Source: an optimization exercise on an open RTL-to-GDS flow (aim: small area, a short achievable clock period and few clock cycles). Production flows keep margins and buffers that such runs may drop. Function was checked by simulation only, so behaviour that the tests miss may differ from the original.

==> flow/design.v (excerpt) <==
module nib_law (
    input  wire        clk,
    input  wire        rst,           
    input  wire        start,         
    input  wire        op_init,       
    input  wire        keep_hist,     
    input  wire        clear,         
    input  wire        outer,         
    input  wire        ff_en,
    input  wire [3:0]  outer_shift,   
    input  wire [3:0]  inner_shift,   
    input  wire [31:0] b0,
    input  wire [31:0] b1,
    input  wire [31:0] b2,
    input  wire [31:0] a1,
    input  wire [31:0] a2,
    input  wire [31:0] kp,
    input  wire [31:0] ki,
    input  wire [31:0] ff_gain,
    input  wire [31:0] d_min,
    input  wire [31:0] d_max,
    input  wire [31:0] lo,
    input  wire [31:0] hi,
    input  wire [31:0] e_o,           
    input  wire [31:0] i_set,         
    input  wire [31:0] i_n,           
    input  wire [31:0] v,             
    input  wire [31:0] vbus,          
    input  wire [19:0] period,        
    output wire        ready,
    output reg         done,
    output wire [31:0] d_out,
    output wire [19:0] on_out,
    output wire [31:0] iref_out,
    output wire [31:0] integ_out,
    output reg  [9:0]  flags
);
Size: roughly 710 I/O pins, roughly 110,000 um2 of cells after synthesis.
clock: 22.0 ns
lec_check: 0
cap_margin: 20
core_margin: 2
core_utilization: 55
place_density: 0.7
slew_margin: 20
run.sh (not shown) runs the stock make flow with config.mk's settings and CLKGATE_MAP_FILE= SYNTH_SCRIPT=/design/flow/synth_recipe.tcl, a recipe that flattens the netlist after the stock synthesis.
The starting point went through all stages and came out clean.
Testbench counts at the start, summed over its fixed seeds: cycles 34,611.
Edit:
--- a/flow/config.mk
+++ b/flow/config.mk
@@ -8,5 +8,5 @@
 export CAP_MARGIN = 20
 export CORE_MARGIN = 2
-export CORE_UTILIZATION = 55
-export PLACE_DENSITY = 0.7
+export CORE_UTILIZATION = 30
+export PLACE_DENSITY = 0.5
 export SLEW_MARGIN = 20
After rerunning:
- wire length rises by 10%
- via count falls by 4.7%
- non-clock buffer count rises by 33
- global-route usage falls by 17 points
- first-iteration DRC count falls by 28%
- clock skew falls by 0.057 ns
- utilization falls by 27 points
- sequential share of layout area falls by 0.66 points
- maximum frequency falls by 0.68%
- count of clock-buffer cells in the layout rises by 36

---

Another version of the RTL of nib_law (not shown whole).
Size in the first run: ~12000 cells after synthesis, about 710 I/O pins, roughly 110000 sq um of cells after synthesis.
Design nib_law, start of the top module:
module nib_law (
    input  wire        clk,
    input  wire        rst,           
    input  wire        start,         
    input  wire        op_init,       
    input  wire        keep_hist,     
    input  wire        clear,         
    input  wire        outer,         
    input  wire        ff_en,
    input  wire [3:0]  outer_shift,   
    input  wire [3:0]  inner_shift,   
    input  wire [31:0] b0,
    input  wire [31:0] b1,
    input  wire [31:0] b2,
    input  wire [31:0] a1,
    input  wire [31:0] a2,
    input  wire [31:0] kp,
    input  wire [31:0] ki,
    input  wire [31:0] ff_gain,
    input  wire [31:0] d_min,
    input  wire [31:0] d_max,
    input  wire [31:0] lo,
    input  wire [31:0] hi,
    input  wire [31:0] e_o,           
    input  wire [31:0] i_set,         
    input  wire [31:0] i_n,           
    input  wire [31:0] v,             
    input  wire [31:0] vbus,          
    input  wire [19:0] period,        
    output wire        ready,
    output reg         done,
    output wire [31:0] d_out,
    output wire [19:0] on_out,
    output wire [31:0] iref_out,
    output wire [31:0] integ_out,
    output reg  [9:0]  flags
);
==> flow/config.mk <==
export PLATFORM = sky130hd
export DESIGN_NAME = nib_law
export DESIGN_NICKNAME = nib_law
export VERILOG_FILES = /design/flow/design.v
export SDC_FILE = /design/flow/constraint.sdc
export NUM_CORES = 4
export LEC_CHECK = 0
export CAP_MARGIN = 20
export CORE_MARGIN = 2
export CORE_UTILIZATION = 55
export PLACE_DENSITY = 0.7
export SLEW_MARGIN = 20
==> flow/constraint.sdc <==
create_clock -name core_clock -period 22.0 [get_ports {clk}]
set_input_delay 4.4000 -clock core_clock [delete_from_list [all_inputs] [get_ports {clk}]]
set_output_delay 4.4000 -clock core_clock [all_outputs]
set_load 0.01 [all_outputs]
Testbench counts at the start, summed over its fixed seeds: cycles 34,611.
Then changed:
- CORE_UTILIZATION: 55 -> 30
- PLACE_DENSITY: 0.7 -> 0.5
Setup slack gains 0.49 ns.
Hold slack barely changes.
Global-route usage drops by 19 points.

==> separate check: timing with driven ports <==
The results above use ideal ports. As a check the final layouts listed here were re-extracted and re-timed, cells and wires unchanged. Step 1: set_driving_cell puts a clkbuf_16 on clk and a buf_2 on each other input, an assumption about the parent block. Step 2 times the ports against the registers' clock, not the clock port: input delays grow and output delays shrink by t, the midpoint of the rising clock arrivals with the driver on. Slacks: ideal / step 1 / step 2; pairs: ideal / step 1.
| run | shift t [ns] | setup WS [ns] | hold slack, ns | clock arrival spread, ns |
|---|---|---|---|---|
| the first run of note 1 | 0.889 | 9.531 / 9.531 / 9.531 | 0.462 / 0.462 / 0.462 | 0.148 / 0.148 |
| the second run of note 1 | 0.969 | 9.445 / 9.445 / 9.445 | 0.460 / 0.460 / 0.460 | 0.091 / 0.091 |
| the first run of note 2 | 0.912 | 9.474 / 9.474 / 9.474 | 0.458 / 0.458 / 0.458 | 0.096 / 0.097 |
| the second run of note 2 | 0.932 | 9.962 / 9.962 / 9.962 | 0.459 / 0.459 / 0.459 | 0.090 / 0.089 |
After both steps setup and hold are still met in every run listed.
